This design comes from an exercise in tuning for small area, a short achievable clock period and few clock cycles per item on the open sky130 flow, not from production work. No functional check of the RTL was part of any run shown here.

==> design/flow/design.v <==
module aes_sbox (
    input  wire [7:0] a,
    output wire [7:0] y
);
    wire t0, t1, t2, t3, t4, t5, t6, t7, t8, t9, t10, t11, t12, t13, t14, t15, t16, t17, t18, t19, t20, t21, t22, t23, t24, t25, t26, t27, t28, t29, t30, M1, M2, M3, M4, M5, M6, M7, M8, M9, M10, M11, M12, M13, M14, M15, M16, M17, M18, M19, M20, M21, M22, M23, M46, M47, M48, M49, M50, M51, M52, M53, M54, M55, M56, M57, M58, M59, M60, M61, M62, M63, b0, b1, b2, b3, b4, b5, b6, b7, b8, b9, b10, b11, b12, b13, b14, b15, b16, b17, b18, b19, b20, b21, b22, b23, b24, b25, b26, b27, b28, b29, b30, b31, b32, b33, b34, b35, b36, M37, M38, M39, M40, M41, M42, M43, M44, M45;
    sx2 g0 (.a(a[1]), .b(a[3]), .y(t0));
    sx2 g1 (.a(a[5]), .b(a[6]), .y(t1));
    sx2 g2 (.a(a[2]), .b(a[7]), .y(t2));
    sx2 g3 (.a(a[0]), .b(t1), .y(t3));
    sx2 g4 (.a(a[4]), .b(a[7]), .y(t4));
    sx2 g5 (.a(t0), .b(t4), .y(t5));
    sx2 g6 (.a(a[6]), .b(t0), .y(t6));
    sx2 g7 (.a(a[5]), .b(t2), .y(t7));
    sx2 g8 (.a(a[2]), .b(a[4]), .y(t8));
    sx2 g9 (.a(a[2]), .b(a[5]), .y(t9));
    sx2 g10 (.a(a[1]), .b(a[4]), .y(t10));
    sx2 g11 (.a(a[1]), .b(a[7]), .y(t11));
    sx2 g12 (.a(a[0]), .b(a[2]), .y(t12));
    sx2 g13 (.a(t2), .b(t10), .y(t13));
    sx2 g14 (.a(a[4]), .b(t2), .y(t14));
    sx2 g15 (.a(a[1]), .b(t2), .y(t15));
    sx2 g16 (.a(t1), .b(t8), .y(t16));
    sx2 g17 (.a(t0), .b(t9), .y(t17));
    sx2 g18 (.a(a[3]), .b(t7), .y(t18));
    sx2 g19 (.a(a[0]), .b(t5), .y(t19));
    sx2 g20 (.a(a[4]), .b(t7), .y(t20));
    sx2 g21 (.a(t1), .b(t5), .y(t21));
    sx2 g22 (.a(t3), .b(t15), .y(t22));
    sx2 g23 (.a(t6), .b(t14), .y(t23));
    sx2 g24 (.a(t0), .b(t7), .y(t24));
    sx2 g25 (.a(a[2]), .b(t6), .y(t25));
    sx2 g26 (.a(t0), .b(t16), .y(t26));
    sx2 g27 (.a(t6), .b(t12), .y(t27));
    sx2 g28 (.a(a[7]), .b(t3), .y(t28));
    sx2 g29 (.a(a[1]), .b(t3), .y(t29));
    sx2 g30 (.a(a[4]), .b(t3), .y(t30));
    snand2 g31 (.a(t13), .b(t5), .y(M1));
    snand2 g32 (.a(t22), .b(t19), .y(M2));
    sxn2 g33 (.a(t23), .b(M1), .y(M3));
    snand2 g34 (.a(t30), .b(a[0]), .y(M4));
    sx2 g35 (.a(M4), .b(M1), .y(M5));
    snand2 g36 (.a(t11), .b(t17), .y(M6));
    snand2 g37 (.a(t29), .b(t3), .y(M7));
    sxn2 g38 (.a(t18), .b(M6), .y(M8));
    snand2 g39 (.a(t28), .b(t27), .y(M9));
    sx2 g40 (.a(M9), .b(M6), .y(M10));
    snand2 g41 (.a(t4), .b(t25), .y(M11));
    snand2 g42 (.a(t8), .b(t20), .y(M12));
    sx2 g43 (.a(M12), .b(M11), .y(M13));
    snand2 g44 (.a(t2), .b(t21), .y(M14));
    sx2 g45 (.a(M14), .b(M11), .y(M15));
    sxn2 g46 (.a(M3), .b(M2), .y(M16));
    sx2 g47 (.a(M5), .b(t26), .y(M17));
    sxn2 g48 (.a(M8), .b(M7), .y(M18));
    sx2 g49 (.a(M10), .b(M15), .y(M19));
    sx2 g50 (.a(M16), .b(M13), .y(M20));
    sx2 g51 (.a(M17), .b(M15), .y(M21));
    sx2 g52 (.a(M18), .b(M13), .y(M22));
    sx2 g53 (.a(M19), .b(t24), .y(M23));
    gf16_inv_0000_000000000 u_inv (.d({M23, M22, M21, M20}), .m({M45, M44, M43, M42, M41, M40, M39, M38, M37}));
    snand2 g54 (.a(M44), .b(t5), .y(M46));
    snand2 g55 (.a(M40), .b(t19), .y(M47));
    snand2 g56 (.a(M39), .b(a[0]), .y(M48));
    snand2 g57 (.a(M43), .b(t17), .y(M49));
    snand2 g58 (.a(M38), .b(t3), .y(M50));
    snand2 g59 (.a(M37), .b(t27), .y(M51));
    snand2 g60 (.a(M42), .b(t25), .y(M52));
    snand2 g61 (.a(M45), .b(t20), .y(M53));
    snand2 g62 (.a(M41), .b(t21), .y(M54));
    snand2 g63 (.a(M44), .b(t13), .y(M55));
    snand2 g64 (.a(M40), .b(t22), .y(M56));
    snand2 g65 (.a(M39), .b(t30), .y(M57));
    snand2 g66 (.a(M43), .b(t11), .y(M58));
    snand2 g67 (.a(M38), .b(t29), .y(M59));
    snand2 g68 (.a(M37), .b(t28), .y(M60));
    snand2 g69 (.a(M42), .b(t4), .y(M61));
    snand2 g70 (.a(M45), .b(t8), .y(M62));
    snand2 g71 (.a(M41), .b(t2), .y(M63));
    sx2 g72 (.a(M56), .b(M61), .y(b0));
    sxn2 g73 (.a(M62), .b(b0), .y(b1));
    sx2 g74 (.a(M46), .b(M49), .y(b2));
    sx2 g75 (.a(M54), .b(M58), .y(b3));
    sx2 g76 (.a(M50), .b(M53), .y(b4));
    sx2 g77 (.a(M48), .b(M60), .y(b5));
    sx2 g78 (.a(M51), .b(M59), .y(b6));
    sx2 g79 (.a(M47), .b(M50), .y(b7));
    sxn2 g80 (.a(M55), .b(b7), .y(b8));
    sx2 g81 (.a(M46), .b(M52), .y(b9));
    sxn2 g82 (.a(M61), .b(b6), .y(b10));
    sxn2 g83 (.a(M62), .b(b10), .y(b11));
    sx2 g84 (.a(b3), .b(b5), .y(b12));
    sxn2 g85 (.a(M55), .b(b1), .y(b13));
    sx2 g86 (.a(M48), .b(M51), .y(b14));
    sx2 g87 (.a(M61), .b(M63), .y(b15));
    sx2 g88 (.a(M48), .b(M58), .y(b16));
    sx2 g89 (.a(M49), .b(M52), .y(b17));
    sxn2 g90 (.a(M57), .b(b2), .y(b18));
    sx2 g91 (.a(M47), .b(M53), .y(b19));
    sx2 g92 (.a(b2), .b(b8), .y(b20));
    sx2 g93 (.a(b8), .b(b14), .y(b21));
    sx2 g94 (.a(b9), .b(b15), .y(b22));
    sx2 g95 (.a(b2), .b(b16), .y(b23));
    sxn2 g96 (.a(b12), .b(b22), .y(b24));
    sxn2 g97 (.a(b11), .b(b23), .y(b25));
    sx2 g98 (.a(b1), .b(b21), .y(b26));
    sx2 g99 (.a(b4), .b(b17), .y(b27));
    sx2 g100 (.a(b1), .b(b12), .y(b28));
    sx2 g101 (.a(b4), .b(b11), .y(b29));
    sx2 g102 (.a(b9), .b(b19), .y(b30));
    sx2 g103 (.a(b1), .b(b20), .y(b31));
    sx2 g104 (.a(b4), .b(b18), .y(b32));
    sxn2 g105 (.a(b13), .b(b30), .y(b33));
    sx2 g106 (.a(b28), .b(b32), .y(b34));
    sxn2 g107 (.a(b3), .b(b29), .y(b35));
    sx2 g108 (.a(b13), .b(b27), .y(b36));
    assign y[7] = b36;
    assign y[6] = b33;
    assign y[5] = b24;
    assign y[4] = b31;
    assign y[3] = b26;
    assign y[2] = b34;
    assign y[1] = b35;
    assign y[0] = b25;
endmodule
module sx2 (input wire a, input wire b, output wire y);
    assign y = a ^ b;
endmodule
module sxn2 (input wire a, input wire b, output wire y);
    assign y = ~(a ^ b);
endmodule
module snand2 (input wire a, input wire b, output wire y);
    assign y = ~(a & b);
endmodule
module snor2 (input wire a, input wire b, output wire y);
    assign y = ~(a | b);
endmodule
module skx (input wire a, input wire g, input wire s, output wire y);
    assign y = a ^ (g & s);
endmodule
module gf16_inv_0000_000000000 (
    input  wire [3:0] d,
    output wire [8:0] m
);
    assign m[0] = (d[0] & d[1]) | (d[1] & ~d[3]) | (d[0] & ~d[2] & d[3]) | (d[0] & d[2] & ~d[3]);
    assign m[1] = (d[1] & d[2]) | (~d[0] & d[1]) | (d[0] & d[2] & d[3]) | (d[0] & ~d[1] & ~d[2] & ~d[3]);
    assign m[2] = (~d[1] & d[3]) | (d[2] & d[3]) | (~d[0] & d[1] & d[2]) | (d[0] & ~d[1] & d[2]);
    assign m[3] = (~d[2] & d[3]) | (d[0] & d[3]) | (d[0] & d[1] & d[2]) | (~d[0] & ~d[1] & d[2] & ~d[3]);
    assign m[4] = (~d[0] & d[1] & ~d[3]) | (~d[1] & ~d[2] & d[3]) | (~d[0] & d[1] & d[2]) | (d[0] & ~d[1] & ~d[2]) | (d[0] & ~d[2] & d[3]) | (~d[0] & d[2] & ~d[3]);
    assign m[5] = (d[0] & d[1] & ~d[2]) | (~d[1] & d[2] & d[3]) | (~d[0] & ~d[1] & d[3]) | (d[0] & d[1] & ~d[3]) | (d[1] & ~d[2] & ~d[3]) | (~d[0] & d[2] & d[3]);
    assign m[6] = (d[0] & ~d[1]) | (d[0] & ~d[2]) | (~d[0] & d[1] & d[3]);
    assign m[7] = (~d[0] & d[2]) | (d[2] & ~d[3]) | (d[1] & ~d[2] & d[3]);
    assign m[8] = (~d[1] & d[2] & d[3]) | (d[0] & d[1] & ~d[3]) | (d[0] & ~d[1] & ~d[2]) | (~d[0] & d[2] & ~d[3]);
endmodule
module gf16_inv_0000_111110011 (
    input  wire [3:0] d,
    output wire [8:0] m
);
    assign m[0] = (~d[0] & ~d[1]) | (~d[0] & d[3]) | (~d[1] & ~d[2] & ~d[3]) | (~d[1] & d[2] & d[3]);
    assign m[1] = (~d[0] & ~d[1]) | (d[0] & d[1] & ~d[2]) | (~d[1] & ~d[2] & d[3]) | (~d[1] & d[2] & ~d[3]);
    assign m[2] = (d[1] & ~d[2]) | (~d[2] & ~d[3]) | (~d[0] & ~d[1] & ~d[3]) | (d[0] & d[1] & ~d[3]);
    assign m[3] = (~d[2] & ~d[3]) | (~d[0] & d[1] & ~d[3]) | (~d[0] & d[2] & d[3]) | (d[0] & ~d[1] & ~d[3]);
    assign m[4] = (d[0] & d[2]) | (~d[1] & d[2] & d[3]) | (d[0] & d[1] & ~d[3]) | (~d[0] & d[1] & ~d[2] & d[3]) | (~d[0] & ~d[1] & ~d[2] & ~d[3]);
    assign m[5] = (d[0] & d[1] & ~d[2]) | (~d[1] & d[2] & d[3]) | (~d[0] & ~d[1] & d[3]) | (d[0] & d[1] & ~d[3]) | (d[1] & ~d[2] & ~d[3]) | (~d[0] & d[2] & d[3]);
    assign m[6] = (d[0] & ~d[1]) | (d[0] & ~d[2]) | (~d[0] & d[1] & d[3]);
    assign m[7] = (~d[2] & ~d[3]) | (~d[1] & ~d[2]) | (d[0] & d[2] & d[3]);
    assign m[8] = (d[1] & d[3]) | (~d[0] & ~d[2]) | (d[0] & ~d[1] & d[2] & ~d[3]);
endmodule
module aes_inv_sbox (
    input  wire [7:0] a,
    output wire [7:0] y
);
    wire t0, t1, t2, t3, t4, t5, t6, t7, t8, t9, t10, t11, t12, t13, t14, t15, t16, t17, t18, t19, t20, t21, t22, t23, t24, t25, t26, t27, t28, t29, M1, M2, M3, M4, M5, M6, M7, M8, M9, M10, M11, M12, M13, M14, M15, M16, M17, M18, M19, M20, M21, M22, M23, M46, M47, M48, M49, M50, M51, M52, M53, M54, M55, M56, M57, M58, M59, M60, M61, M62, M63, b0, b1, b2, b3, b4, b5, b6, b7, b8, b9, b10, b11, b12, b13, b14, b15, b16, b17, b18, b19, b20, b21, b22, b23, b24, b25, b26, b27, b28, b29, b30, b31, b32, b33, b34, b35, b36, b37, b38, b39, M37, M38, M39, M40, M41, M42, M43, M44, M45;
    sx2 g0 (.a(a[4]), .b(a[6]), .y(t0));
    sx2 g1 (.a(a[0]), .b(a[1]), .y(t1));
    sx2 g2 (.a(a[3]), .b(a[4]), .y(t2));
    sx2 g3 (.a(a[3]), .b(a[6]), .y(t3));
    sx2 g4 (.a(a[2]), .b(a[7]), .y(t4));
    sx2 g5 (.a(t0), .b(t1), .y(t5));
    sx2 g6 (.a(a[6]), .b(a[7]), .y(t6));
    sx2 g7 (.a(a[7]), .b(t0), .y(t7));
    sx2 g8 (.a(t1), .b(t3), .y(t8));
    sx2 g9 (.a(a[0]), .b(a[7]), .y(t9));
    sx2 g10 (.a(a[1]), .b(a[2]), .y(t10));
    sx2 g11 (.a(a[0]), .b(a[5]), .y(t11));
    sx2 g12 (.a(a[0]), .b(a[3]), .y(t12));
    sx2 g13 (.a(a[1]), .b(a[5]), .y(t13));
    sx2 g14 (.a(a[2]), .b(a[5]), .y(t14));
    sxn2 g15 (.a(a[4]), .b(a[7]), .y(t15));
    sx2 g16 (.a(a[5]), .b(t4), .y(t16));
    sx2 g17 (.a(t1), .b(t2), .y(t17));
    sx2 g18 (.a(t1), .b(t6), .y(t18));
    sxn2 g19 (.a(t3), .b(t9), .y(t19));
    sx2 g20 (.a(t2), .b(t10), .y(t20));
    sx2 g21 (.a(a[5]), .b(t2), .y(t21));
    sx2 g22 (.a(a[0]), .b(t2), .y(t22));
    sx2 g23 (.a(t0), .b(t11), .y(t23));
    sxn2 g24 (.a(t3), .b(t13), .y(t24));
    sxn2 g25 (.a(t0), .b(t14), .y(t25));
    sxn2 g26 (.a(t4), .b(t5), .y(t26));
    sx2 g27 (.a(t4), .b(t8), .y(t27));
    sxn2 g28 (.a(a[5]), .b(t5), .y(t28));
    sx2 g29 (.a(a[3]), .b(t7), .y(t29));
    snor2 g30 (.a(t18), .b(t25), .y(M1));
    snor2 g31 (.a(t15), .b(t7), .y(M2));
    sxn2 g32 (.a(t27), .b(M1), .y(M3));
    snor2 g33 (.a(t5), .b(t16), .y(M4));
    sx2 g34 (.a(M4), .b(M1), .y(M5));
    snand2 g35 (.a(t17), .b(t24), .y(M6));
    snor2 g36 (.a(t0), .b(t22), .y(M7));
    sx2 g37 (.a(t23), .b(M6), .y(M8));
    snor2 g38 (.a(t8), .b(t28), .y(M9));
    sxn2 g39 (.a(M9), .b(M6), .y(M10));
    snand2 g40 (.a(t2), .b(t26), .y(M11));
    snor2 g41 (.a(t29), .b(t20), .y(M12));
    sxn2 g42 (.a(M12), .b(M11), .y(M13));
    snor2 g43 (.a(t6), .b(t19), .y(M14));
    sxn2 g44 (.a(M14), .b(M11), .y(M15));
    sx2 g45 (.a(M3), .b(M2), .y(M16));
    sxn2 g46 (.a(M5), .b(t12), .y(M17));
    sx2 g47 (.a(M8), .b(M7), .y(M18));
    sx2 g48 (.a(M10), .b(M15), .y(M19));
    sx2 g49 (.a(M16), .b(M13), .y(M20));
    sx2 g50 (.a(M17), .b(M15), .y(M21));
    sx2 g51 (.a(M18), .b(M13), .y(M22));
    sxn2 g52 (.a(M19), .b(t21), .y(M23));
    gf16_inv_0000_111110011 u_inv (.d({M23, M22, M21, M20}), .m({M45, M44, M43, M42, M41, M40, M39, M38, M37}));
    snor2 g53 (.a(M44), .b(t25), .y(M46));
    snor2 g54 (.a(M40), .b(t7), .y(M47));
    snor2 g55 (.a(M39), .b(t16), .y(M48));
    snand2 g56 (.a(M43), .b(t24), .y(M49));
    snor2 g57 (.a(M38), .b(t22), .y(M50));
    snor2 g58 (.a(M37), .b(t28), .y(M51));
    snand2 g59 (.a(M42), .b(t26), .y(M52));
    snor2 g60 (.a(M45), .b(t20), .y(M53));
    snor2 g61 (.a(M41), .b(t19), .y(M54));
    snor2 g62 (.a(M44), .b(t18), .y(M55));
    snor2 g63 (.a(M40), .b(t15), .y(M56));
    snor2 g64 (.a(M39), .b(t5), .y(M57));
    snand2 g65 (.a(M43), .b(t17), .y(M58));
    snor2 g66 (.a(M38), .b(t0), .y(M59));
    snor2 g67 (.a(M37), .b(t8), .y(M60));
    snand2 g68 (.a(M42), .b(t2), .y(M61));
    snor2 g69 (.a(M45), .b(t29), .y(M62));
    snor2 g70 (.a(M41), .b(t6), .y(M63));
    sx2 g71 (.a(M52), .b(M61), .y(b0));
    sx2 g72 (.a(M50), .b(b0), .y(b1));
    sxn2 g73 (.a(M54), .b(M58), .y(b2));
    sx2 g74 (.a(M62), .b(b2), .y(b3));
    sx2 g75 (.a(M59), .b(b1), .y(b4));
    sx2 g76 (.a(M48), .b(M56), .y(b5));
    sx2 g77 (.a(M47), .b(M60), .y(b6));
    sx2 g78 (.a(b5), .b(b6), .y(b7));
    sx2 g79 (.a(M57), .b(M63), .y(b8));
    sx2 g80 (.a(M46), .b(M51), .y(b9));
    sxn2 g81 (.a(M49), .b(b7), .y(b10));
    sx2 g82 (.a(M51), .b(M59), .y(b11));
    sx2 g83 (.a(M48), .b(M59), .y(b12));
    sx2 g84 (.a(M55), .b(M63), .y(b13));
    sx2 g85 (.a(M49), .b(M58), .y(b14));
    sxn2 g86 (.a(M58), .b(b5), .y(b15));
    sxn2 g87 (.a(M49), .b(b11), .y(b16));
    sxn2 g88 (.a(M55), .b(M61), .y(b17));
    sx2 g89 (.a(M46), .b(b12), .y(b18));
    sx2 g90 (.a(b8), .b(b15), .y(b19));
    sx2 g91 (.a(M47), .b(b9), .y(b20));
    sx2 g92 (.a(M53), .b(b14), .y(b21));
    sx2 g93 (.a(b0), .b(b16), .y(b22));
    sx2 g94 (.a(b0), .b(b18), .y(b23));
    sx2 g95 (.a(M53), .b(b9), .y(b24));
    sx2 g96 (.a(M54), .b(b13), .y(b25));
    sx2 g97 (.a(b8), .b(b17), .y(b26));
    sx2 g98 (.a(M57), .b(b3), .y(b27));
    sx2 g99 (.a(b10), .b(b25), .y(b28));
    sx2 g100 (.a(M62), .b(b21), .y(b29));
    sx2 g101 (.a(b1), .b(b10), .y(b30));
    sx2 g102 (.a(b19), .b(b24), .y(b31));
    sx2 g103 (.a(b3), .b(b22), .y(b32));
    sx2 g104 (.a(b3), .b(b20), .y(b33));
    sx2 g105 (.a(b3), .b(b23), .y(b34));
    sx2 g106 (.a(b4), .b(b28), .y(b35));
    sx2 g107 (.a(b4), .b(b31), .y(b36));
    sx2 g108 (.a(b4), .b(b33), .y(b37));
    sx2 g109 (.a(b4), .b(b29), .y(b38));
    sx2 g110 (.a(b27), .b(b30), .y(b39));
    assign y[7] = b32;
    assign y[6] = b35;
    assign y[5] = b39;
    assign y[4] = b34;
    assign y[3] = b36;
    assign y[2] = b37;
    assign y[1] = b38;
    assign y[0] = b26;
endmodule
module aes_inv_mixcol (
    input  wire [31:0] c,
    output wire [31:0] y
);
    wire m0, m1, m2, m3, m4, m5, m6, m7, m8, m9, m10, m11, m12, m13, m14, m15, m16, m17, m18, m19, m20, m21, m22, m23, m24, m25, m26, m27, m28, m29, m30, m31, m32, m33, m34, m35, m36, m37, m38, m39, m40, m41, m42, m43, m44, m45, m46, m47, m48, m49, m50, m51, m52, m53, m54, m55, m56, m57, m58, m59, m60, m61, m62, m63, m64, m65, m66, m67, m68, m69, m70, m71, m72, m73, m74, m75, m76, m77, m78, m79, m80, m81, m82, m83, m84, m85, m86, m87, m88, m89, m90, m91, m92, m93, m94, m95, m96, m97, m98, m99, m100, m101, m102, m103, m104, m105, m106, m107, m108, m109, m110, m111, m112, m113, m114, m115, m116, m117, m118, m119, m120, m121, m122, m123, m124, m125, m126, m127, m128, m129, m130, m131, m132, m133, m134, m135, m136, m137, m138, m139, m140, m141, m142, m143, m144, m145, m146, m147, m148, m149, m150, m151, m152, m153, m154, m155, m156, m157, m158, m159, m160, m161, m162, m163, m164, m165, m166, m167, m168, m169, m170, m171, m172, m173, m174, m175, m176, m177, m178, m179;
    sx2 x0 (.a(c[5]), .b(c[21]), .y(m0));
    sx2 x1 (.a(c[13]), .b(c[29]), .y(m1));
    sx2 x2 (.a(c[14]), .b(c[30]), .y(m2));
    sx2 x3 (.a(c[6]), .b(c[22]), .y(m3));
    sx2 x4 (.a(m0), .b(m1), .y(m4));
    sx2 x5 (.a(c[3]), .b(c[31]), .y(m5));
    sx2 x6 (.a(c[15]), .b(c[19]), .y(m6));
    sx2 x7 (.a(c[7]), .b(c[23]), .y(m7));
    sx2 x8 (.a(c[18]), .b(m2), .y(m8));
    sx2 x9 (.a(c[26]), .b(m3), .y(m9));
    sx2 x10 (.a(c[16]), .b(m4), .y(m10));
    sx2 x11 (.a(c[1]), .b(c[17]), .y(m11));
    sx2 x12 (.a(c[9]), .b(c[25]), .y(m12));
    sx2 x13 (.a(c[11]), .b(c[27]), .y(m13));
    sx2 x14 (.a(c[12]), .b(c[28]), .y(m14));
    sx2 x15 (.a(c[4]), .b(c[20]), .y(m15));
    sx2 x16 (.a(c[8]), .b(c[24]), .y(m16));
    sx2 x17 (.a(c[2]), .b(c[10]), .y(m17));
    sx2 x18 (.a(m7), .b(m13), .y(m18));
    sx2 x19 (.a(m5), .b(m6), .y(m19));
    sx2 x20 (.a(m8), .b(m9), .y(m20));
    sx2 x21 (.a(c[0]), .b(c[31]), .y(m21));
    sx2 x22 (.a(c[0]), .b(m16), .y(m22));
    sx2 x23 (.a(m4), .b(m12), .y(m23));
    sx2 x24 (.a(m14), .b(m15), .y(m24));
    sx2 x25 (.a(c[7]), .b(m11), .y(m25));
    sx2 x26 (.a(m18), .b(m19), .y(m26));
    sx2 x27 (.a(m17), .b(m20), .y(m27));
    sx2 x28 (.a(m10), .b(m22), .y(m28));
    sx2 x29 (.a(c[15]), .b(c[23]), .y(m29));
    sx2 x30 (.a(c[7]), .b(c[15]), .y(m30));
    sx2 x31 (.a(c[23]), .b(c[27]), .y(m31));
    sx2 x32 (.a(m2), .b(m21), .y(m32));
    sx2 x33 (.a(c[31]), .b(m24), .y(m33));
    sx2 x34 (.a(c[15]), .b(c[16]), .y(m34));
    sx2 x35 (.a(m5), .b(m31), .y(m35));
    sx2 x36 (.a(c[2]), .b(m11), .y(m36));
    sx2 x37 (.a(m2), .b(m30), .y(m37));
    sx2 x38 (.a(m1), .b(m7), .y(m38));
    sx2 x39 (.a(m3), .b(m29), .y(m39));
    sx2 x40 (.a(c[25]), .b(m3), .y(m40));
    sx2 x41 (.a(m7), .b(m16), .y(m41));
    sx2 x42 (.a(m2), .b(m15), .y(m42));
    sx2 x43 (.a(c[10]), .b(m5), .y(m43));
    sx2 x44 (.a(c[17]), .b(m17), .y(m44));
    sx2 x45 (.a(c[11]), .b(m6), .y(m45));
    sx2 x46 (.a(m3), .b(m14), .y(m46));
    sx2 x47 (.a(m8), .b(m14), .y(m47));
    sx2 x48 (.a(m1), .b(m19), .y(m48));
    sx2 x49 (.a(m9), .b(m15), .y(m49));
    sx2 x50 (.a(m25), .b(m43), .y(m50));
    sx2 x51 (.a(m0), .b(m18), .y(m51));
    sx2 x52 (.a(m23), .b(m47), .y(m52));
    sx2 x53 (.a(m23), .b(m49), .y(m53));
    sx2 x54 (.a(c[1]), .b(c[9]), .y(m54));
    sx2 x55 (.a(c[12]), .b(c[20]), .y(m55));
    sx2 x56 (.a(c[4]), .b(c[21]), .y(m56));
    sx2 x57 (.a(c[11]), .b(c[28]), .y(m57));
    sx2 x58 (.a(c[20]), .b(c[28]), .y(m58));
    sx2 x59 (.a(c[5]), .b(c[29]), .y(m59));
    sx2 x60 (.a(c[6]), .b(c[30]), .y(m60));
    sx2 x61 (.a(c[10]), .b(c[12]), .y(m61));
    sx2 x62 (.a(c[9]), .b(c[24]), .y(m62));
    sx2 x63 (.a(c[14]), .b(c[21]), .y(m63));
    sx2 x64 (.a(c[12]), .b(c[29]), .y(m64));
    sx2 x65 (.a(c[7]), .b(c[31]), .y(m65));
    sx2 x66 (.a(c[17]), .b(c[24]), .y(m66));
    sx2 x67 (.a(c[6]), .b(c[13]), .y(m67));
    sx2 x68 (.a(c[10]), .b(c[25]), .y(m68));
    sx2 x69 (.a(c[13]), .b(c[30]), .y(m69));
    sx2 x70 (.a(c[14]), .b(c[22]), .y(m70));
    sx2 x71 (.a(c[1]), .b(c[8]), .y(m71));
    sx2 x72 (.a(c[22]), .b(c[30]), .y(m72));
    sx2 x73 (.a(c[0]), .b(c[24]), .y(m73));
    sx2 x74 (.a(c[3]), .b(c[7]), .y(m74));
    sx2 x75 (.a(c[2]), .b(c[4]), .y(m75));
    sx2 x76 (.a(c[6]), .b(c[14]), .y(m76));
    sx2 x77 (.a(c[8]), .b(c[23]), .y(m77));
    sx2 x78 (.a(m0), .b(m70), .y(m78));
    sx2 x79 (.a(c[8]), .b(m21), .y(m79));
    sx2 x80 (.a(m2), .b(m17), .y(m80));
    sx2 x81 (.a(m11), .b(m61), .y(m81));
    sx2 x82 (.a(c[28]), .b(m56), .y(m82));
    sx2 x83 (.a(c[1]), .b(m21), .y(m83));
    sx2 x84 (.a(m6), .b(m13), .y(m84));
    sx2 x85 (.a(c[2]), .b(m54), .y(m85));
    sx2 x86 (.a(c[26]), .b(m74), .y(m86));
    sx2 x87 (.a(m3), .b(m13), .y(m87));
    sx2 x88 (.a(c[13]), .b(m58), .y(m88));
    sx2 x89 (.a(m0), .b(m29), .y(m89));
    sx2 x90 (.a(c[29]), .b(m63), .y(m90));
    sx2 x91 (.a(c[4]), .b(m64), .y(m91));
    sx2 x92 (.a(m3), .b(m65), .y(m92));
    sx2 x93 (.a(c[5]), .b(m55), .y(m93));
    sx2 x94 (.a(c[19]), .b(m12), .y(m94));
    sx2 x95 (.a(c[21]), .b(m67), .y(m95));
    sx2 x96 (.a(m11), .b(m62), .y(m96));
    sx2 x97 (.a(c[5]), .b(m69), .y(m97));
    sx2 x98 (.a(c[9]), .b(m34), .y(m98));
    sx2 x99 (.a(m6), .b(m31), .y(m99));
    sx2 x100 (.a(c[23]), .b(m66), .y(m100));
    sx2 x101 (.a(c[22]), .b(m59), .y(m101));
    sx2 x102 (.a(m34), .b(m68), .y(m102));
    sx2 x103 (.a(m12), .b(m71), .y(m103));
    sx2 x104 (.a(c[15]), .b(m72), .y(m104));
    sx2 x105 (.a(m9), .b(m98), .y(m105));
    sx2 x106 (.a(c[18]), .b(m87), .y(m106));
    sx2 x107 (.a(c[20]), .b(m35), .y(m107));
    sx2 x108 (.a(m32), .b(m44), .y(m108));
    sx2 x109 (.a(m46), .b(m97), .y(m109));
    sx2 x110 (.a(m39), .b(m96), .y(m110));
    sx2 x111 (.a(m81), .b(m99), .y(m111));
    sx2 x112 (.a(m40), .b(m44), .y(m112));
    sx2 x113 (.a(m37), .b(m103), .y(m113));
    sx2 x114 (.a(m30), .b(m78), .y(m114));
    sx2 x115 (.a(m45), .b(m75), .y(m115));
    sx2 x116 (.a(m35), .b(m94), .y(m116));
    sx2 x117 (.a(m25), .b(m40), .y(m117));
    sx2 x118 (.a(m32), .b(m100), .y(m118));
    sx2 x119 (.a(m12), .b(m86), .y(m119));
    sx2 x120 (.a(m83), .b(m102), .y(m120));
    sx2 x121 (.a(m9), .b(m84), .y(m121));
    sx2 x122 (.a(m24), .b(m38), .y(m122));
    sx2 x123 (.a(m8), .b(m41), .y(m123));
    sx2 x124 (.a(m41), .b(m85), .y(m124));
    sx2 x125 (.a(m4), .b(m39), .y(m125));
    sx2 x126 (.a(m38), .b(m76), .y(m126));
    sx2 x127 (.a(m42), .b(m101), .y(m127));
    sx2 x128 (.a(c[23]), .b(m36), .y(m128));
    sx2 x129 (.a(m42), .b(m95), .y(m129));
    sx2 x130 (.a(m37), .b(m73), .y(m130));
    sx2 x131 (.a(m16), .b(m92), .y(m131));
    sx2 x132 (.a(m60), .b(m89), .y(m132));
    sx2 x133 (.a(m46), .b(m90), .y(m133));
    sx2 x134 (.a(m32), .b(m77), .y(m134));
    sx2 x135 (.a(m4), .b(m79), .y(m135));
    sx2 x136 (.a(m8), .b(m45), .y(m136));
    sx2 x137 (.a(m80), .b(m116), .y(m137));
    sx2 x138 (.a(m112), .b(m123), .y(m138));
    sx2 x139 (.a(m33), .b(m114), .y(m139));
    sx2 x140 (.a(m10), .b(m130), .y(m140));
    sx2 x141 (.a(m48), .b(m93), .y(m141));
    sx2 x142 (.a(m36), .b(m107), .y(m142));
    sx2 x143 (.a(m10), .b(m134), .y(m143));
    sx2 x144 (.a(m20), .b(m124), .y(m144));
    sx2 x145 (.a(m51), .b(m88), .y(m145));
    sx2 x146 (.a(m26), .b(m127), .y(m146));
    sx2 x147 (.a(m26), .b(m129), .y(m147));
    sx2 x148 (.a(m50), .b(m57), .y(m148));
    sx2 x149 (.a(m10), .b(m113), .y(m149));
    sx2 x150 (.a(m26), .b(m133), .y(m150));
    sx2 x151 (.a(m104), .b(m122), .y(m151));
    sx2 x152 (.a(m33), .b(m132), .y(m152));
    sx2 x153 (.a(m22), .b(m125), .y(m153));
    sx2 x154 (.a(m119), .b(m136), .y(m154));
    sx2 x155 (.a(m33), .b(m126), .y(m155));
    sx2 x156 (.a(m26), .b(m109), .y(m156));
    sx2 x157 (.a(m20), .b(m120), .y(m157));
    sx2 x158 (.a(m105), .b(m108), .y(m158));
    sx2 x159 (.a(m117), .b(m135), .y(m159));
    sx2 x160 (.a(m25), .b(m115), .y(m160));
    sx2 x161 (.a(m50), .b(m106), .y(m161));
    sx2 x162 (.a(m10), .b(m110), .y(m162));
    sx2 x163 (.a(m48), .b(m82), .y(m163));
    sx2 x164 (.a(m23), .b(m118), .y(m164));
    sx2 x165 (.a(m121), .b(m128), .y(m165));
    sx2 x166 (.a(m10), .b(m131), .y(m166));
    sx2 x167 (.a(m51), .b(m91), .y(m167));
    sx2 x168 (.a(m52), .b(m142), .y(m168));
    sx2 x169 (.a(m28), .b(m161), .y(m169));
    sx2 x170 (.a(m53), .b(m148), .y(m170));
    sx2 x171 (.a(m53), .b(m111), .y(m171));
    sx2 x172 (.a(m28), .b(m154), .y(m172));
    sx2 x173 (.a(m28), .b(m137), .y(m173));
    sx2 x174 (.a(m52), .b(m160), .y(m174));
    sx2 x175 (.a(m27), .b(m163), .y(m175));
    sx2 x176 (.a(m27), .b(m167), .y(m176));
    sx2 x177 (.a(m27), .b(m145), .y(m177));
    sx2 x178 (.a(m28), .b(m165), .y(m178));
    sx2 x179 (.a(m27), .b(m141), .y(m179));
    assign y[0] = m166;
    assign y[1] = m164;
    assign y[2] = m157;
    assign y[3] = m178;
    assign y[4] = m168;
    assign y[5] = m175;
    assign y[6] = m146;
    assign y[7] = m152;
    assign y[8] = m140;
    assign y[9] = m159;
    assign y[10] = m144;
    assign y[11] = m173;
    assign y[12] = m170;
    assign y[13] = m176;
    assign y[14] = m156;
    assign y[15] = m155;
    assign y[16] = m153;
    assign y[17] = m149;
    assign y[18] = m158;
    assign y[19] = m169;
    assign y[20] = m174;
    assign y[21] = m179;
    assign y[22] = m147;
    assign y[23] = m139;
    assign y[24] = m143;
    assign y[25] = m162;
    assign y[26] = m138;
    assign y[27] = m172;
    assign y[28] = m171;
    assign y[29] = m177;
    assign y[30] = m150;
    assign y[31] = m151;
endmodule
module kw_unwrap (
    input  wire         clk,
    input  wire         rst,       
    input  wire         start,     
    input  wire [127:0] kek,       
    input  wire [191:0] wrapped,   
    output wire         busy,
    output wire         done,      
    output wire         ok,        
    output wire [127:0] key        
);
    localparam [63:0] KW_IV = 64'hA6A6A6A6A6A6A6A6;
    reg         busy_r;
    reg         done_r;
    reg         kexp;     
    reg         first;    
    reg         step12;   
    reg [3:0]   rnd;      
    reg [3:0]   t;        
    reg [127:0] st;       
    reg [63:0]  ro;       
    reg [127:0] rk;       
    reg [127:0] kl;       
    wire accept = start && !busy_r;
    genvar gb, gc, gr;
    wire last   = !kexp && (rnd == 4'd0);
    assign busy = busy_r;
    assign done = done_r;
    assign ok   = (st[127:64] == KW_IV);
    assign key  = {st[63:0], ro};
    wire [31:0]  w0 = rk[127:96];
    wire [31:0]  w1 = rk[95:64];
    wire [31:0]  w2 = rk[63:32];
    wire [31:0]  w3 = rk[31:0];
    wire [31:0]  v3 = w3 ^ w2;    
    wire [31:0]  v2 = w2 ^ w1;
    wire [31:0]  v1 = w1 ^ w0;
    wire [31:0]  rot = {v3[23:0], v3[31:24]};
    wire [31:0]  sw_out;
    generate
        for (gb = 0; gb < 4; gb = gb + 1) begin : g_sbox
            aes_sbox u_sbox (.a(rot[8*gb +: 8]), .y(sw_out[8*gb +: 8]));
        end
    endgenerate
    wire [9:0]   rd = {rnd == 4'd9, rnd == 4'd8, rnd == 4'd7, rnd == 4'd6, rnd == 4'd5,
                       rnd == 4'd4, rnd == 4'd3, rnd == 4'd2, rnd == 4'd1, rnd == 4'd0};
    wire [7:0]   rcon = {rd[7], rd[6], rd[5] | rd[9], rd[4] | rd[8] | rd[9],
                         rd[3] | rd[8], rd[2] | rd[9], rd[1] | rd[8] | rd[9], rd[0] | rd[8]};
    wire [31:0]  rc  = {rcon, 24'h000000};
    wire         fin = kexp && (rnd == 4'd9);    
    wire [31:0]  e0  = w0 ^ rc;
    wire [31:0]  n0;                              
    wire [127:0] key_step;                        
    wire [31:0]  e1  = v1 ^ (rc & {32{kexp}});
    wire [31:0]  e2  = v2 ^ (e0 & {32{kexp}});
    wire [31:0]  e3  = v3 ^ ((v2 ^ e0) & {32{fin}});
    generate
        for (gb = 0; gb < 32; gb = gb + 1) begin : g_kstep
            sx2 u_n0 (.a(e0[gb]), .b(sw_out[gb]), .y(n0[gb]));
            skx u_n1 (.a(e1[gb]), .g(kexp), .s(sw_out[gb]), .y(key_step[64 + gb]));
            skx u_n2 (.a(e2[gb]), .g(kexp), .s(sw_out[gb]), .y(key_step[32 + gb]));
            skx u_n3 (.a(e3[gb]), .g(fin),  .s(sw_out[gb]), .y(key_step[gb]));
        end
    endgenerate
    assign key_step[127:96] = n0;
    wire [127:0] key_prev = {n0, v1, v2, v3};
    wire [127:0] blk = (step12 ? {kl[127:64] ^ 64'd12, kl[63:0]}
                               : {st[127:64] ^ {60'd0, t}, ro}) ^ rk;
    wire [127:0] imc;
    generate
        for (gc = 0; gc < 4; gc = gc + 1) begin : g_imc
            aes_inv_mixcol u_imc (.c(st[32*gc +: 32]), .y(imc[32*gc +: 32]));
        end
    endgenerate
    wire [127:0] x = first ? blk : imc;
    wire [127:0] isr;
    generate
        for (gc = 0; gc < 4; gc = gc + 1) begin : g_col
            for (gr = 0; gr < 4; gr = gr + 1) begin : g_row
                assign isr[127 - 8*(gr + 4*((gc + gr) % 4)) -: 8] =
                       x[127 - 8*(gr + 4*gc) -: 8];
            end
        end
    endgenerate
    wire [127:0] isb;
    generate
        for (gb = 0; gb < 16; gb = gb + 1) begin : g_isbox
            aes_inv_sbox u_isbox (.a(isr[8*gb +: 8]), .y(isb[8*gb +: 8]));
        end
    endgenerate
    wire [127:0] ark = isb ^ key_prev;
    always @(posedge clk) begin
        if (rst) begin
            busy_r <= 1'b0;
            done_r <= 1'b0;
            kexp   <= 1'b0;
            first  <= 1'b0;
            step12 <= 1'b0;
        end else begin
            done_r <= 1'b0;
            if (accept) begin
                busy_r <= 1'b1;
                kexp   <= 1'b1;
                first  <= 1'b0;
                step12 <= 1'b1;
                rnd    <= 4'd0;
                t      <= 4'd12;
            end else if (busy_r) begin
                if (kexp) begin
                    if (rnd == 4'd9) begin
                        kexp  <= 1'b0;
                        first <= 1'b1;
                    end else begin
                        rnd <= rnd + 4'd1;
                    end
                end else begin
                    first <= (rnd == 4'd0) && (t != 4'd1);
                    if (rnd == 4'd0) begin
                        rnd    <= 4'd9;
                        t      <= t - 4'd1;
                        step12 <= 1'b0;
                        if (t == 4'd1) begin
                            busy_r <= 1'b0;
                            done_r <= 1'b1;
                        end
                    end else begin
                        rnd <= rnd - 4'd1;
                    end
                end
            end
        end
    end
    always @(posedge clk) begin
        if (accept)
            rk <= {kek[127:32], kek[63:32] ^ kek[31:0]};
        else if (last)
            rk <= kl;
        else
            rk <= key_step;
    end
    always @(posedge clk) begin
        if (accept)
            kl <= {wrapped[191:128], wrapped[63:0]};
        else if (first && step12)
            kl <= rk;
    end
    always @(posedge clk) begin
        st <= ark;
        if (accept)
            ro <= wrapped[127:64];
        else if (first && !step12)
            ro <= st[63:0];
    end
endmodule
==> design/flow/flow/run.sh <==
#!/bin/bash
# The standard layout (the standard.sh: ORFS synthesis to finish), with
# two changes in how it is made:
#  - the port buffers that global placement inserts on every input and
#    output are the smallest buffer (buf_1) instead of clkdlybuf4s50_1;
#  - clock tree synthesis inserts no dummy loads.
# ORFS writes each step's full log under orfs/logs/; make's own output goes
# to flow.log here.
set -euo pipefail
export BUFFER_PORTS_ARGS="-buffer_cell sky130_fd_sc_hd__buf_1"
export CTS_ARGS="-sink_clustering_enable -repair_clock_nets -dont_use_dummy_load"
bash standard.sh finish > flow.log 2>&1
==> design/flow/standard.sh <==
#!/bin/bash
# synth_recipe.tcl (not shown) runs the flow's synth.tcl, then flattens the netlist and writes it again
# the make line also repeats each setting of config.mk as NAME=value (left out here)
make -C /OpenROAD-flow-scripts/flow DESIGN_CONFIG=/design/flow/config.mk WORK_HOME=/design/flow/orfs CLKGATE_MAP_FILE= SYNTH_SCRIPT=/design/flow/synth_recipe.tcl "${@:-finish}"
==> design/flow/config.mk <==
export PLATFORM = sky130hd
export DESIGN_NAME = kw_unwrap
export DESIGN_NICKNAME = kw_unwrap
export VERILOG_FILES = /design/flow/design.v
export SDC_FILE = /design/flow/constraint.sdc
export NUM_CORES = 8
export LEC_CHECK = 0
export CAP_MARGIN = 20
export CORE_MARGIN = 2
export CORE_UTILIZATION = 25
export SETUP_SLACK_MARGIN = 1.5
export SLEW_MARGIN = 20
export SYNTH_HIERARCHICAL = 1
==> design/flow/constraint.sdc <==
create_clock -name core_clock -period 8.0 [get_ports {clk}]
set_input_delay 1.6000 -clock core_clock [delete_from_list [all_inputs] [get_ports {clk}]]
set_output_delay 1.6000 -clock core_clock [all_outputs]
set_load 0.01 [all_outputs]
==> results of run 1 <==
-- final cells by class --
type | count | share of cell area [%]
Multi-Input combinational cell | 5694 | 67.9
Sequential cell | 461 | 17.5
Timing Repair Buffer | 753 | 6.28
Tap cell | 2992 | 5.81
Clock buffer | 58 | 2.25
Inverter | 40 | 0.233
Antenna cell | 4 | 0.0155
-- synth_stat cells, drive strengths merged, types with 2 or more instances --
| cell type | instances | area (um2) |
|---|---|---|
| a211oi | 24 | 280 |
| a21boi | 17 | 128 |
| a21o | 16 | 120 |
| a21oi | 112 | 564 |
| a311oi | 2 | 17.5 |
| a31oi | 17 | 106 |
| and2 | 9 | 71.3 |
| and3b | 2 | 17.5 |
| and4b | 2 | 20.0 |
| buf | 512 | 3830 |
| clkbuf | 87 | 327 |
| dfxtp | 261 | 5230 |
| edfxtp | 200 | 6010 |
| ha | 6 | 75.1 |
| inv | 40 | 150 |
| mux2 | 125 | 1410 |
| mux2i | 258 | 2580 |
| nand2 | 1107 | 4160 |
| nand2b | 62 | 398 |
| nand3 | 25 | 125 |
| nand3b | 39 | 293 |
| nand4 | 3 | 18.8 |
| nand4b | 4 | 35.0 |
| nor2 | 421 | 1580 |
| nor2b | 54 | 378 |
| nor3 | 7 | 35.0 |
| nor3b | 18 | 135 |
| nor4 | 3 | 18.8 |
| nor4b | 4 | 41.3 |
| nor4bb | 6 | 60.1 |
| o211a | 4 | 40.0 |
| o21a | 18 | 135 |
| o21ai | 203 | 1080 |
| o221ai | 18 | 164 |
| o22a | 8 | 75.1 |
| o22ai | 20 | 125 |
| o311ai | 20 | 175 |
| o31ai | 16 | 120 |
| or2 | 20 | 125 |
| xnor2 | 750 | 6580 |
| xor2 | 2269 | 19900 |
-- modules after synthesis (local to each module, per instance), a selection --
module                   cell area, um2  flops+latches  copies in the design
kw_unwrap                         25400            461                     1
aes_inv_mixcol                      240              0                     4
gf16_inv_0000_111110011             235              0                    16
aes_sbox                           60.1              0                     4
aes_inv_sbox                       60.1              0                    16
sx2                                8.76              0                  2096
sxn2                               8.76              0                   328
snand2                             3.75              0                   204
-- worst max-delay path: stages (launching register included) --
cell and delay, ns:
dfxtp_1 0.65, xor2_4 0.30, xor2_4 0.27, xor2_1 0.21, xor2_1 0.29, xor2_1 0.32
mux2_2 0.31, xor2_1 0.16, buf_4 0.20, xor2_2 0.27, xnor2_1 0.20, nand2_1 0.14
xnor2_1 0.35, xor2_1 0.27, xnor2_2 0.13, buf_4 0.19, nor2_1 0.20, nor2b_1 0.08
o311ai_1 0.38, nor2_1 0.17, xnor2_1 0.24, xor2_1 0.16, buf_4 0.17, xor2_1 0.17
xor2_1 0.25, xnor2_1 0.11
-- layout by cell type, fill, tap and decap left out, drive strengths merged, types with 7 or more instances in the layout --
master  synthesis  routed
nor3            7       7
nor3b          18      18
mux2          125     125
o22ai          20      20
a211oi         24      24
a21boi         17      17
o22a            8       8
nor2          421     421
xor2         2269    2269
o21ai         203     203
a31oi          17      17
nand3          25      25
clkbuf         87      58
and2            9       9
nor2b          54      54
edfxtp        200     200
a21oi         112     112
a21o           16      16
o21a           18      18
or2            20      20
nand2        1107    1107
o221ai         18      18
dfxtp         261     261
buf           512     753
mux2i         258     258
o311ai         20      20
xnor2         750     750
nand2b         62      62
o31ai          16      16
inv            40      40
nand3b         39      39
-- registers in the layout (all words and copies together) (netlist names), 4 cells and up --
signal,count
kl,128
rk,128
st,128
ro,64
rnd,4
t,4
-- routing by layer --
layer / up-vias / share of wire (%) / track usage [%]
li1: 21600 / - / -
met1: 21900 / 40 / 24.0
met2: 1790 / 45 / 30.8
met3: 507 / 5.7 / 2.33
met4: 30 / 8.8 / 15.1
met5: - / 0.077 / 0
-- logic make-up (layout without fill, tap and decap cells) --
group / after synthesis / in the layout / share of synthesized area (%)
buffers and inverters: 639 / 851 / 7.59
other: 0 / 4 / 0
xor gates and xnor gates: 3020 / 3020 / 46.7
AOI/OAI and AO/OA: 498 / 498 / 5.56
muxes: 383 / 383 / 7.03
adders and majority gates: 6 / 6 / 0.132
DFF: 461 / 461 / 19.8
and+or+nand+nor: 1787 / 1787 / 13.2
-- through the flow --
step / hold WS, ns / setup WS (ns) / cells
2_1_floorplan: 0.511 / 1.77 / 6794
3_3_place_gp: 0.529 / 0.374 / 9905
3_5_place_dp: 0.534 / 0.380 / 9905
4_1_cts: 0.529 / 1.46 / 9979
5_1_grt: 0.548 / 1.31 / 10000
6_report: 0.541 / 1.70 / 10000
-- timing repair --
item | 4_1_cts | 5_1_grt
resized for setup | 115 | 236
setup endpoints to repair | 124 | 183
setup buffers | 16 | 19
pin swaps | 12 | 37
-- worst max path at each step --
| stage | startpoint | end | slack (ns) | depth (start not counted) |
|---|---|---|---|---|
| floorplan | st[69] | st[102] | 1.77 | 24 |
| global placement | st[101] | st[6] | 0.37 | 22 |
| detailed placement | st[101] | st[6] | 0.38 | 22 |
| CTS | st[5] | st[117] | 1.46 | 24 |
| global route | st[125] | st[85] | 1.31 | 24 |
| finish | st[78] | st[53] | 1.70 | 25 |
==> out/metrics.yaml, run 1 <==
clock-sinks: 461
rr_endpoint: "st[53]"
die-area_mm2: 0.231
wl_per_cell_um: 23.6
setup_tns_ns: 0
die_h_um: 480
hpwl_um: 194000
grt_start_max_net_pins: 143
slew_headroom_pct: 29.6
syn-instance-count: 6794
fillers: 24200
fmax_ghz: 0.159
drive_above_1_share_pct: 12.6
setup_violations: 0
hold_viol_final: 0
seq_area_frac_synth_pct: 19.8
viasPerCell: 4.58
rsz0062_at_grt: "true"
synth-async-reset-ratio_pct: 0
synth.distinct_cells: 66
fin_skew_ns: 0.0929
clockBufferDepth: 3
outcome: "timing/DRC/antenna clean"
wirelength_um: 236000
area_delta_synth_final_pct: 13.5
start_util_pct: 25.2
cts_tree: "yes"
grt-ovfl-total: 0
r2r_slack_ns: 1.70
clkTransAtPathRegs_ns: 0.07
crit_path_max_fanout: 9
hold_end: "rk[98]"
holdPathStages: 2
finalCritPeriodShare_pct: 78.8
hold_path.startpoint: "kl[98]"
ys_warn_count: 7
final.min_clock_period_ns: 6.30
regArea_mm2: 0.0113
fp-row-count: 174
final_util_pct: 28.6
avgSynthCellArea_um2: 8.35
cts_hold_buf: 0
nNetsFinal: 7337
track_usage_pct: 19.4
critPathLaunchType: "flop"
core_area_mm2: 0.225
ioPinCount: 454
dpl_cell_area_mm2: 0.0602
drt_first_pass_iters: 6
die_width_um: 480
dr.first_iter.drc_count: 4121
antenna_left: 0
routabilityCongestion: 1.01
clk_latency_ns: 0.73
antenna_found_initial: 29
htreeDepth: 2
hp-class: "reg -> reg"
first_global_vias: 43800
path_class: "reg -> reg"
grt_pass1_wl_um: 323000
ys_ff_latch: 461
numCtsBuffers: 58
drc: 0
worstMarginPinSlew_ns: 1.06
vias: 45800
ys.flop_type: "dfxtp_1"
rr_startpoint: "st[78]"
worstSetupEndpointType: "flop"
synth_area_mm2: 0.0568
critPathRequiredTime_ns: 8.55
arrival_ns: 6.86
final_area_mm2: 0.0644
synth_edf_count: 200
cts_root_buf: "clkbuf_16"
rr_worst_depth: 25
multi_input_area_mm2: 0.0437
syn-num-nets: 7123
cap_violations: 0
slew_violations: 0
numPortBuffers: 453
==> run 2: changes to the inputs <==
--- a/design/flow/config.mk
+++ b/design/flow/config.mk
@@ -9,5 +9,5 @@
 export CORE_MARGIN = 2
 export CORE_UTILIZATION = 25
-export SETUP_SLACK_MARGIN = 1.5
+export SETUP_SLACK_MARGIN = 1.75
 export SLEW_MARGIN = 20
 export SYNTH_HIERARCHICAL = 1
==> out/metrics.yaml, run 2 <==
slew_headroom_pct: 33.2
nNetsFinal: 7397
finalNonFillerCells: 10100
htreeDepth: 2
die-area_mm2: 0.231
grt-ovfl-total: 0
clk_latency_ns: 0.71
worstMarginPinSlew_ns: 1.00
antenna_found_initial: 31
track_usage_pct: 19.5
cts_root_buf: "clkbuf_16"
avgSynthCellArea_um2: 8.35
numPortBuffers: 453
clockBufferDepth: 3
drc: 0
slew_violations: 0
outcome: "timing/DRC/antenna clean"
viasPerCell: 4.62
wl_per_cell_um: 23.7
final_util_pct: 29.5
grt_pass1_wl_um: 324000
synth_edf_count: 200
layout_commonest_cell: "xor2_1"
antenna_left: 0
synth-async-reset-ratio_pct: 0
fp-row-count: 174
grt_start_max_net_pins: 143
critPathRequiredTime_ns: 8.52
routabilityCongestion: 1.01
rsz0062_at_grt: "true"
arrival_ns: 6.75
setup_violations: 0
synth_area_mm2: 0.0568
setup_tns_ns: 0
drt_first_pass_iters: 6
die_h_um: 480
syn-num-nets: 7123
synth_commonest_cells: "xor2_1 (2268), nand2_1 (1107), xnor2_1 (748)"
ys_warn_count: 7
synth_area_leader_cell: "xor2_1"
clkTransAtPathRegs_ns: 0.06
start_util_pct: 25.2
syn-instance-count: 6794
drive_above_1_share_pct: 15.6
finalCritPeriodShare_pct: 77.8
top_regs: "kl x128, rk x128, st x128"
hpwl_um: 194000
ioPinCount: 454
worstSetupEndpointType: "flop"
path_class: "reg -> reg"
hold_viol_final: 0
place_inst: 9905
ys_ff_latch: 461
wirelength_um: 238000
final.min_clock_period_ns: 6.23
core_area_mm2: 0.225
critPathLaunchType: "flop"
numCtsBuffers: 58
ys.flop_type: "dfxtp_1"
synth_top_area_share_pct: 35.0
hold_ws_ns: 0.537
die_width_um: 480
clock-sinks: 461
dr.first_iter.drc_count: 4105
vias: 46500
first_global_vias: 44200
synthMostInstantiatedCell: "xor2_1"
seq_area_frac_synth_pct: 19.8
synth.distinct_cells: 66
area_delta_synth_final_pct: 17.3
crit_path_max_fanout: 6
synthTopCellsByArea: "xor2_1 (35%), xnor2_1 (12%), edfxtp_1 (11%)"
fmax_ghz: 0.161
fin_skew_ns: 0.0918
cap_violations: 0
cts_tree: "yes"
most-common-layout-cells: "xor2_1 (1943), nand2_1 (1103), xnor2_1 (673)"
hp-class: "reg -> reg"
run 2: cell count changes in the layout (fill, tap and decap cells not counted), sizes merged:
cell,previous run,this run
diode,4,7
xor2,2269,2270
buf,753,812
run 2: cell type report:
cell class,count,area [um2]
inverters,40,150
fillers,23800,159000
clock buffers,58,1450
multi-input cells,5695,45300
flip-flops and latches,461,11300
repair buffers,812,4540
diodes,7,17.5
well taps,2992,3740
run 2: modules after synthesis (local to each module, per instance):
module / copies in the design / area, um2
kw_unwrap: 1 / 25400
aes_inv_mixcol: 4 / 240
gf16_inv_0000_111110011: 16 / 235
gf16_inv_0000_000000000: 4 / 233
aes_inv_sbox: 16 / 60.1
aes_sbox: 4 / 60.1
skx: 96 / 12.5
sx2: 2096 / 8.76
sxn2: 328 / 8.76
snand2: 204 / 3.75
snor2: 336 / 3.75
run 2: critical path, cell delays in order, from the launching register on:
cell and delay [ns]:
dfxtp_1 0.60, xor2_4 0.28, xor2_1 0.30, xor2_1 0.21, xor2_1 0.25, xor2_1 0.31
mux2_2 0.34, xor2_1 0.17, buf_4 0.20, xor2_2 0.26, xnor2_1 0.20, nand2_1 0.19
xnor2_2 0.28, xor2_1 0.25, xnor2_2 0.18, nand2b_1 0.25, a21oi_1 0.11, a211oi_2 0.26
nand2_1 0.14, xor2_1 0.32, xor2_2 0.29, xor2_2 0.34, xor2_1 0.22, xnor2_1 0.09
run 2: layer usage:
metal / track usage [%] / vias up / wire [um]
li1: - / 21600 / -
met1: 24.0 / 22400 / 95000
met2: 30.9 / 1906 / 107000
met3: 2.20 / 582 / 13800
met4: 15.4 / 28 / 22300
met5: 0 / - / 172
run 2: timing repair:
item / in CTS / in global routing
pin swaps: 28 / 74
hold buffers: 0 / 0
setup endpoints to repair: 167 / 199
setup buffers: 25 / 69
cloned: 0 / 1
resized for setup: 251 / 330
run 2: worst paths after layout:
kind               start      to  slack [ns]  cells after the start
setup reg to reg  st[83]  st[51]        1.77                     23
hold / removal    kl[92]  rk[92]        0.54                      2
hold reg to reg   kl[92]  rk[92]        0.54                      2
setup / recovery  st[83]  st[51]        1.77                     23
run 2: metrics by stage:
step           instance area, um2  setup WS [ns]
2_1_floorplan               56800           1.77
3_3_place_gp                60200          0.374
3_5_place_dp                60200          0.380
4_1_cts                     63600           1.71
5_1_grt                     66600           1.58
6_report                    66600           1.77
run 2: cell families after synthesis:
kind of cell | synth area share (%)
and+or+nand+nor | 13.2
DFF | 19.8
xor gates and xnor gates | 46.7
adders and majority gates | 0.132
buffers and inverters | 7.59
muxes | 7.03
AOI/OAI and AO/OA | 5.56

static timing again, ports no longer ideal:
The flow's constraints put no driver on any port. The routed layouts listed below were extracted and timed again, unchanged, in two steps.
Step 1: set_driving_cell puts a clkbuf_16 on clk and a buf_2 on each other input, an assumption about the parent block.
Step 2 also shifts input and output timing later by t, the mid clock arrival at the registers, as if the neighbouring blocks saw the same clock.
Slacks: ideal / step 1 / step 2; pairs: ideal / step 1.
run | shift t [ns] | slack for setup (ns) | worst setup path after step 2 | worst slew at a driven data input, ns
run 1 | 0.769 | 1.696 / 1.696 / 1.696 | register to register | 0.28
run 2 | 0.765 | 1.774 / 1.774 / 1.774 | register to register | 0.26
After both steps setup and hold are still met in every run listed.
